Background: an optimization exercise with open tools, aiming at small area, a short achievable clock period and few clock cycles per item. Do not read the settings as production practice.
RTL that was checked went through simulation tests only; none was proved equivalent to the original.

==> flow/design.v <==
module sip_weight (
    input  wire         clk,
    input  wire         rst,           
    input  wire         in_valid,
    output wire         in_ready,
    input  wire [127:0] in_key,        
    input  wire [31:0]  in_bin,        
    input  wire [15:0]  in_slot,       
    output reg          out_valid,
    input  wire         out_ready,
    output reg  [63:0]  out_weight
);
    localparam integer NST   = 12;     
    localparam integer DEPTH = NST + 1;  
    localparam integer CAP   = DEPTH + 1;
    reg  [63:0]  k0_s0, k1_s0;         
    reg  [47:0]  m_s0, m_s1, m_s2, m_s3;  
    reg  [NST-1:0] vld;                
    reg  [255:0] st1, st2, st3, st4, st5, st6, st7, st8, st9, st10;
    reg  [191:0] st11;
    wire [63:0]  m0 = {8'h06, 8'h00, m_s0};
    wire [63:0]  m3 = {8'h06, 8'h00, m_s3};
    wire [255:0] init = {k1_s0 ^ 64'h7465646279746573 ^ m0,
                         k0_s0 ^ 64'h6c7967656e657261,
                         k1_s0 ^ 64'h646f72616e646f6d,
                         k0_s0 ^ 64'h736f6d6570736575};
    wire [255:0] h1, h2, h3, h4, h5, h6, h7, h8, h9, h10, h11;
    wire [63:0]  res;
    siphalf_a u_h1  (.v(init), .o(h1));
    siphalf_b u_h2  (.v(st1),  .o(h2));
    siphalf_a u_h3  (.v(st2),  .o(h3));
    siphalf_b u_h4  (.v(st3),  .o(h4));
    siphalf_a u_h5  (.v(st4),  .o(h5));
    siphalf_b u_h6  (.v(st5),  .o(h6));
    siphalf_a u_h7  (.v(st6),  .o(h7));
    siphalf_b u_h8  (.v(st7),  .o(h8));
    siphalf_a u_h9  (.v(st8),  .o(h9));
    siphalf_b u_h10 (.v(st9),  .o(h10));
    siphalf_a u_h11 (.v(st10), .o(h11));
    sipfinal  u_h12 (.v(st11), .w(res));
    wire         acc = in_valid && in_ready;
    always @(posedge clk) begin
        k0_s0 <= in_key[63:0];
        k1_s0 <= in_key[127:64];
        m_s0  <= {in_slot, in_bin};
        m_s1  <= m_s0;
        m_s2  <= m_s1;
        m_s3  <= m_s2;
        st1   <= h1;
        st2   <= h2;
        st3   <= h3;
        st4   <= h4 ^ {64'd0, 64'hff, 64'd0, m3};
        st5   <= h5;
        st6   <= h6;
        st7   <= h7;
        st8   <= h8;
        st9   <= h9;
        st10  <= h10;
        st11  <= h11[255:64];          
        if (rst) vld <= {NST{1'b0}};
        else     vld <= {vld[NST-2:0], acc};
    end
    reg  [64*DEPTH-1:0] fifo;
    integer      i;
    reg  [3:0]   wp, rp;
    reg  [4:0]   fcnt;                 
    reg  [4:0]   cnt;                  
    reg          rdy;
    assign in_ready = rdy;
    wire         res_v   = vld[NST-1];
    wire         xfer    = out_valid && out_ready;
    wire         o_free  = !out_valid || out_ready;
    wire         f_empty = (fcnt == 5'd0);
    wire         f_pop   = o_free && !f_empty;
    wire         f_push  = res_v && !(o_free && f_empty);
    wire [4:0]   cnt_n   = cnt + {4'd0, acc} - {4'd0, xfer};
    reg  [63:0]  out_hold;
    wire [63:0]  head = f_empty ? res : fifo[64*rp +: 64];
    always @(posedge clk) begin
        if (o_free && (!f_empty || res_v))
            out_hold <= head;
        out_weight <= o_free ? head : out_hold;
        for (i = 0; i < DEPTH; i = i + 1)
            if (res_v && wp == i)
                fifo[64*i +: 64] <= res;
        if (rst) begin
            out_valid <= 1'b0;
            wp   <= 4'd0;
            rp   <= 4'd0;
            fcnt <= 5'd0;
            cnt  <= 5'd0;
            rdy  <= 1'b1;
        end else begin
            if (o_free)
                out_valid <= !f_empty || res_v;
            if (f_push)
                wp <= (wp == DEPTH - 1) ? 4'd0 : wp + 4'd1;
            if (f_pop)
                rp <= (rp == DEPTH - 1) ? 4'd0 : rp + 4'd1;
            fcnt <= fcnt + {4'd0, f_push} - {4'd0, f_pop};
            cnt  <= cnt_n;
            rdy  <= (cnt_n < CAP);
        end
    end
endmodule
module siphalf_a (
    input  wire [255:0] v,
    output wire [255:0] o
);
    wire [63:0] v0 = v[63:0], v1 = v[127:64], v2 = v[191:128], v3 = v[255:192];
    wire [63:0] a0 = v0 + v1;
    wire [63:0] a2 = v2 + v3;
    assign o[63:0]    = {a0[31:0], a0[63:32]};
    assign o[127:64]  = {v1[50:0], v1[63:51]} ^ a0;
    assign o[191:128] = a2;
    assign o[255:192] = {v3[47:0], v3[63:48]} ^ a2;
endmodule
module siphalf_b (
    input  wire [255:0] v,
    output wire [255:0] o
);
    wire [63:0] v0 = v[63:0], v1 = v[127:64], v2 = v[191:128], v3 = v[255:192];
    wire [63:0] b0 = v0 + v3;
    wire [63:0] b2 = v2 + v1;
    assign o[63:0]    = b0;
    assign o[127:64]  = {v1[46:0], v1[63:47]} ^ b2;
    assign o[191:128] = {b2[31:0], b2[63:32]};
    assign o[255:192] = {v3[42:0], v3[63:43]} ^ b0;
endmodule
module sipfinal (
    input  wire [191:0] v,
    output wire [63:0]  w
);
    wire [63:0] v1 = v[63:0], v2 = v[127:64], v3 = v[191:128];
    wire [63:0] b2 = v2 + v1;
    assign w = {v1[46:0], v1[63:47]} ^ {v3[42:0], v3[63:43]} ^ b2 ^ {b2[31:0], b2[63:32]};
endmodule
clock: 12.0 ns
lec_check: 0
cap_margin: 30
core_margin: 2
core_utilization: 60
slew_margin: 30
standard.sh (not shown) runs the stock make flow with config.mk's settings and CLKGATE_MAP_FILE= SYNTH_SCRIPT=/design/flow/synth_recipe.tcl, a recipe that flattens the netlist after the stock synthesis.
==> flow/flow/run.sh <==
#!/bin/bash
set -euo pipefail
work=$(pwd)
export OWN_ABC_SCRIPT="$work/flow/abc.script"
export OWN_ABC_D=3000
OWN_SETUP_MARGIN=8.4
cat flow/synth_pre.tcl synth_recipe.tcl > own_synth.tcl
bash standard.sh SYNTH_SCRIPT="$work/own_synth.tcl" ADDER_MAP_FILE= \
  SYNTH_OPERATIONS_ARGS=-nofsm SETUP_SLACK_MARGIN="$OWN_SETUP_MARGIN" \
  finish > standard_make.log 2>&1
==> flow/flow/abc.script <==
strash
dch
map -D 3000
topo
buffer -c
upsize -D 3000
dnsize -D 3000
==> flow/flow/synth_pre.tcl <==
# Prepended to the standard flow's synthesis script: the same synthesis, but ABC maps the
# logic with flow/abc.script (delay-driven mapping) instead of ORFS's script.
proc abc {args} {
  set out {}
  set skip 0
  foreach a $args {
    if {$skip} { set skip 0; continue }
    if {$a eq "-script" || $a eq "-D"} { set skip 1; continue }
    lappend out $a
  }
  puts "OWN ABC: $::env(OWN_ABC_SCRIPT) D=$::env(OWN_ABC_D)"
  yosys abc -script $::env(OWN_ABC_SCRIPT) -D $::env(OWN_ABC_D) {*}$out
}
The first run finished with timing, DRC and antenna clean.
Testbench counts at the start, summed over its fixed seeds: cycles 3,304, items 3,200.
==> next run, changes <==
--- a/flow/flow/run.sh
+++ b/flow/flow/run.sh
@@ -6 +6 @@
-OWN_SETUP_MARGIN=8.4
+OWN_SETUP_MARGIN=8.0
CORE_UTILIZATION = 55   (was 60)
Effect:
- design area drops by 8.5%
- wire length is lower by 4.2%
- non-clock buffer count came out lower by 926
- first-iteration DRC count drops by 9.5%
- global-route usage falls by 4.1 points
- worst setup slack improves by 48 ps


== before ==
sip_weight, a different RTL version from the one above (not shown whole).
Size: roughly 25000 cells after synthesis, about 2000 flip-flops, roughly 250 I/O pins.
Settings: LEC_CHECK=0, CAP_MARGIN=30, CORE_MARGIN=2, CORE_UTILIZATION=30, SETUP_SLACK_MARGIN=5, SLEW_MARGIN=30; clock period 12.0 ns.
==> flow/flow/run.sh <==
#!/bin/bash
# Own layout flow: the standard layout (standard.sh), except that synthesis
# maps the logic with a delay-driven ABC script (flow/abc.script, map -D) and
# does not extract full/half-adder cells, which ORFS's default ABC script and
# adder mapping leave slow. Everything else, registers and their names
# included, is the standard synthesis and layout.
set -euo pipefail
work=$(pwd)
export OWN_ABC_SCRIPT="$work/flow/abc.script"
export OWN_ABC_D=3000
cat flow/synth_pre.tcl synth_recipe.tcl > own_synth.tcl
bash standard.sh SYNTH_SCRIPT="$work/own_synth.tcl" ADDER_MAP_FILE= finish > standard_make.log 2>&1
==> flow/flow/synth_pre.tcl <==
# Prepended to the standard flow's synthesis script: the same synthesis, but ABC maps the
# logic with flow/abc.script (delay-driven mapping) instead of ORFS's script.
proc abc {args} {
  set out {}
  set skip 0
  foreach a $args {
    if {$skip} { set skip 0; continue }
    if {$a eq "-script" || $a eq "-D"} { set skip 1; continue }
    lappend out $a
  }
  yosys abc -script $::env(OWN_ABC_SCRIPT) -D $::env(OWN_ABC_D) {*}$out
}
Scripts as last shown in full above: flow/flow/abc.script
Flow for before halted at global routing, error code GRT-0116.
Edits applied to the flow inputs when going from before to after:
Settings: CORE_UTILIZATION: 30 -> 35; SETUP_SLACK_MARGIN: 5 -> unset.
--- a/flow/flow/run.sh
+++ b/flow/flow/run.sh
@@ -9,4 +9,5 @@
 export OWN_ABC_SCRIPT="$work/flow/abc.script"
 export OWN_ABC_D=3000
+OWN_SETUP_MARGIN=7.5
 cat flow/synth_pre.tcl synth_recipe.tcl > own_synth.tcl
-bash standard.sh SYNTH_SCRIPT="$work/own_synth.tcl" ADDER_MAP_FILE= finish > standard_make.log 2>&1
+bash standard.sh SYNTH_SCRIPT="$work/own_synth.tcl" ADDER_MAP_FILE= SETUP_SLACK_MARGIN="$OWN_SETUP_MARGIN" finish > standard_make.log 2>&1
Findings:
Reported for after and before, sequential cell area fraction in the yosys report turned out identical to the last digit. Number of buffers created by CTS: after vs before down 22. Diff before -> after | final estimated routing congestion in global placement | increase of about 3.6%. before → after: cell area after placement decreased about 1.7%, instance count after placement with tap cells included decreased about 3.7%, post-place setup slack increased 0.61 ns, number of gates given a new drive strength after cts increased 13200, number of buffers between clock root and the deepest sink essentially unchanged. In the metrics for after and before, the one carrying the higher horizontal die dimension is before. after got as far as global routing, where a tool error ended the run.
Function was not checked in any run of this note: the RTL went through the layout flow alone.

==> re-timing with driven ports <==
No port has a modelled driver above. Below, the same layouts with a new extraction and two added sets of constraints. Step 1, drivers: a clkbuf_16 drives clk and a buf_2 each remaining input, both assumed. Step 2 adds t to the input delays and takes it off the output delays; t is the mean of the earliest and latest rising clock arrival at the registers after step 1. Input paths then give back, and output paths get back, about the clock's delay inside the block. a / b / c = no drivers / after step 1 / after step 2; a / b = the first two.
run | shift t [ns] | setup WS [ns] | worst hold slack (ns) | worst setup path after step 2 | slew at the worst register clock pin (ns)
the first run of note 1 | 1.088 | 7.787 / 7.787 / 7.522 | 0.318 / 0.318 / 0.318 | input to register | 0.07 / 0.07
the second run of note 1 | 1.080 | 7.834 / 7.834 / 7.590 | 0.315 / 0.315 / 0.315 | input to register | 0.07 / 0.07
After both steps every run listed still meets setup and hold. The setup slack of the first run of note 1, which loses most, moves by 0.000 ns with the drivers and by -0.265 ns with both steps.
